From an optimization exercise on the open Yosys and OpenROAD flow, aimed at small area, a short achievable clock period and few clock cycles; shortcuts taken in it are not production practice.
The RTL was checked by simulation tests, not by an equivalence proof against the original design.

==> flow/design.v (excerpt) <==
module srv_lead_loop (
    input  wire               clk,
    input  wire               rst,         
    input  wire               start,
    input  wire               clear,
    input  wire signed [15:0] sa,
    input  wire signed [15:0] sb,
    input  wire signed [15:0] sc,
    input  wire signed [15:0] sd,
    input  wire        [23:0] gray,
    input  wire        [23:0] tgt_trk,
    input  wire signed [15:0] tgt_ofs,
    input  wire signed [17:0] ml,
    input  wire signed [15:0] ff,
    input  wire signed [15:0] inj,
    input  wire        [17:0] amin,
    input  wire        [3:0]  gs,
    input  wire        [23:0] intlim,
    input  wire signed [15:0] kds,
    output reg         [5:0]  tbl_addr,
    input  wire        [47:0] tbl_rdata,
    output reg                done,
    output reg                fail,
    output wire signed [15:0] pes,
    output wire signed [48:0] pos,
    output reg  signed [24:0] err,
    output reg  signed [24:0] integ,
    output wire signed [15:0] u
);
==> flow/config.mk <==
export PLATFORM = sky130hd
export DESIGN_NAME = srv_lead_loop
export DESIGN_NICKNAME = srv_lead_loop
export VERILOG_FILES = /design/flow/design.v
export SDC_FILE = /design/flow/constraint.sdc
export NUM_CORES = 4
export LEC_CHECK = 0
export ABC_AREA = 1
export CAP_MARGIN = 20
export CORE_MARGIN = 2
export CORE_UTILIZATION = 70
export PLACE_DENSITY = 0.8
export SLEW_MARGIN = 20
==> flow/constraint.sdc <==
create_clock -name core_clock -period 20.0 [get_ports {clk}]
set_input_delay 4.0000 -clock core_clock [delete_from_list [all_inputs] [get_ports {clk}]]
set_output_delay 4.0000 -clock core_clock [all_outputs]
set_load 0.01 [all_outputs]
standard.sh (not shown) runs the stock make flow with config.mk's settings and CLKGATE_MAP_FILE= SYNTH_SCRIPT=/design/flow/synth_recipe.tcl, a recipe that flattens the netlist after the stock synthesis.
==> flow/flow/run.sh <==
#!/bin/bash
set -euo pipefail
export BUFFER_PORTS_ARGS="-buffer_cell sky130_fd_sc_hd__buf_1"
bash standard.sh > standard_flow.log 2>&1
Testbench counts at the start, summed over its fixed seeds: cycles 36,936.
Next try:
- CORE_UTILIZATION: 70 -> 40
- PLACE_DENSITY: 0.8 -> not set
Outcome: Global-route usage went down by 20 points. Clock skew grows by 4.3 ps. Worst setup slack is better by 15 ps. Design area grows slightly. Synthesized cell count is unchanged. Routed wire length climbs by a little under a tenth. Final cell count rose by roughly a tenth. First-iteration DRC count went down by a quarter to a third.

== the reference run ==
Another version of the RTL of srv_lead_loop (not shown whole).
Size: ~430 I/O pins, roughly 0.048 mm² of cells after synthesis.
Design srv_lead_loop, start of the top module:
module srv_lead_loop (
    input  wire               clk,
    input  wire               rst,         
    input  wire               start,
    input  wire               clear,
    input  wire signed [15:0] sa,
    input  wire signed [15:0] sb,
    input  wire signed [15:0] sc,
    input  wire signed [15:0] sd,
    input  wire        [23:0] gray,
    input  wire        [23:0] tgt_trk,
    input  wire signed [15:0] tgt_ofs,
    input  wire signed [17:0] ml,
    input  wire signed [15:0] ff,
    input  wire signed [15:0] inj,
    input  wire        [17:0] amin,
    input  wire        [3:0]  gs,
    input  wire        [23:0] intlim,
    input  wire signed [15:0] kds,
    output reg         [5:0]  tbl_addr,
    input  wire        [47:0] tbl_rdata,
    output reg                done,
    output reg                fail,
    output wire signed [15:0] pes,
    output wire signed [48:0] pos,
    output reg  signed [24:0] err,
    output reg  signed [24:0] integ,
    output wire signed [15:0] u
);
Settings: LEC_CHECK=0, ABC_AREA=1, CAP_MARGIN=60, CORE_MARGIN=2, CORE_UTILIZATION=60, PLACE_DENSITY=0.72, SLEW_MARGIN=60; clock period 20.0 ns.
Scripts as last shown in full above: flow/flow/run.sh
Looking at the reports, the reference run completed the entire flow and the layout it produced met the timing, DRC and antenna checks.
Testbench counts of the reference run, summed over its fixed seeds: cycles 36,936.
Edits applied to the flow inputs when going from the reference run to the trial run:
==> flow/flow/run.sh <==
#!/bin/bash
set -euo pipefail
export BUFFER_PORTS_ARGS="-buffer_cell sky130_fd_sc_hd__buf_1"
export SETUP_SLACK_MARGIN=12
bash standard.sh > standard_flow.log 2>&1
diff --git a/flow/config.mk b/flow/config.mk
--- a/flow/config.mk
+++ b/flow/config.mk
@@ -8,3 +8,3 @@
 export ABC_AREA = 1
-export CAP_MARGIN = 60
+export CAP_MARGIN = 20
 export CORE_MARGIN = 2
@@ -12,2 +12,2 @@
 export PLACE_DENSITY = 0.72
-export SLEW_MARGIN = 60
+export SLEW_MARGIN = 20
--- outcome ---
The trial run vs the reference run — worst hold-check slack dropped 0.0076 ns.
The reference run → the trial run: sequential portion of the cell area ~0 delta, sum of negative setup slack ~0 delta, overall global routing resource usage -1.4 points, length of routed wiring on met1 -about 4.5%.
The trial run: all stages complete, timing, DRC and antenna checks passed
In the trial run the number of buffers and inverters on the critical path turned out 1 higher than in the reference run.
The run showing the greater post-route minimum period is the reference run.
Compared with the reference run, the trial run shows a lower final area.
The number of standard cells in the final layout excluding fillers of the reference run and that of the trial run are within noise of each other.

==> afterwards: timing with drivers on the ports <==
The flow's constraints put no driver on any port. The routed layouts listed below were extracted and timed again, unchanged, in two steps. Step 1: set_driving_cell puts a clkbuf_16 on clk and a buf_2 on each other input, an assumption about the parent block. Step 2 times the ports against the registers' clock, not the clock port: input delays grow and output delays shrink by t, the midpoint of the rising clock arrivals with the driver on. Slacks: no drivers / after step 1 / after step 2; pairs: no drivers / after step 1.
run | t (ns) | slack for setup (ns) | hold WS [ns]
the first run of note 1 | 0.695 | 11.202 / 11.202 / 11.163 | 0.471 / 0.471 / 0.471
the second run of note 1 | 0.736 | 11.217 / 11.217 / 11.207 | 0.478 / 0.478 / 0.478
the reference run | 0.701 | 11.687 / 11.736 / 11.036 | 0.472 / 0.472 / 0.472
the trial run | 0.725 | 12.180 / 12.223 / 11.498 | 0.465 / 0.465 / 0.465
After both steps every run listed still meets setup and hold. The setup slack of the trial run, which loses most, moves by +0.043 ns with the drivers and by -0.682 ns with both steps.
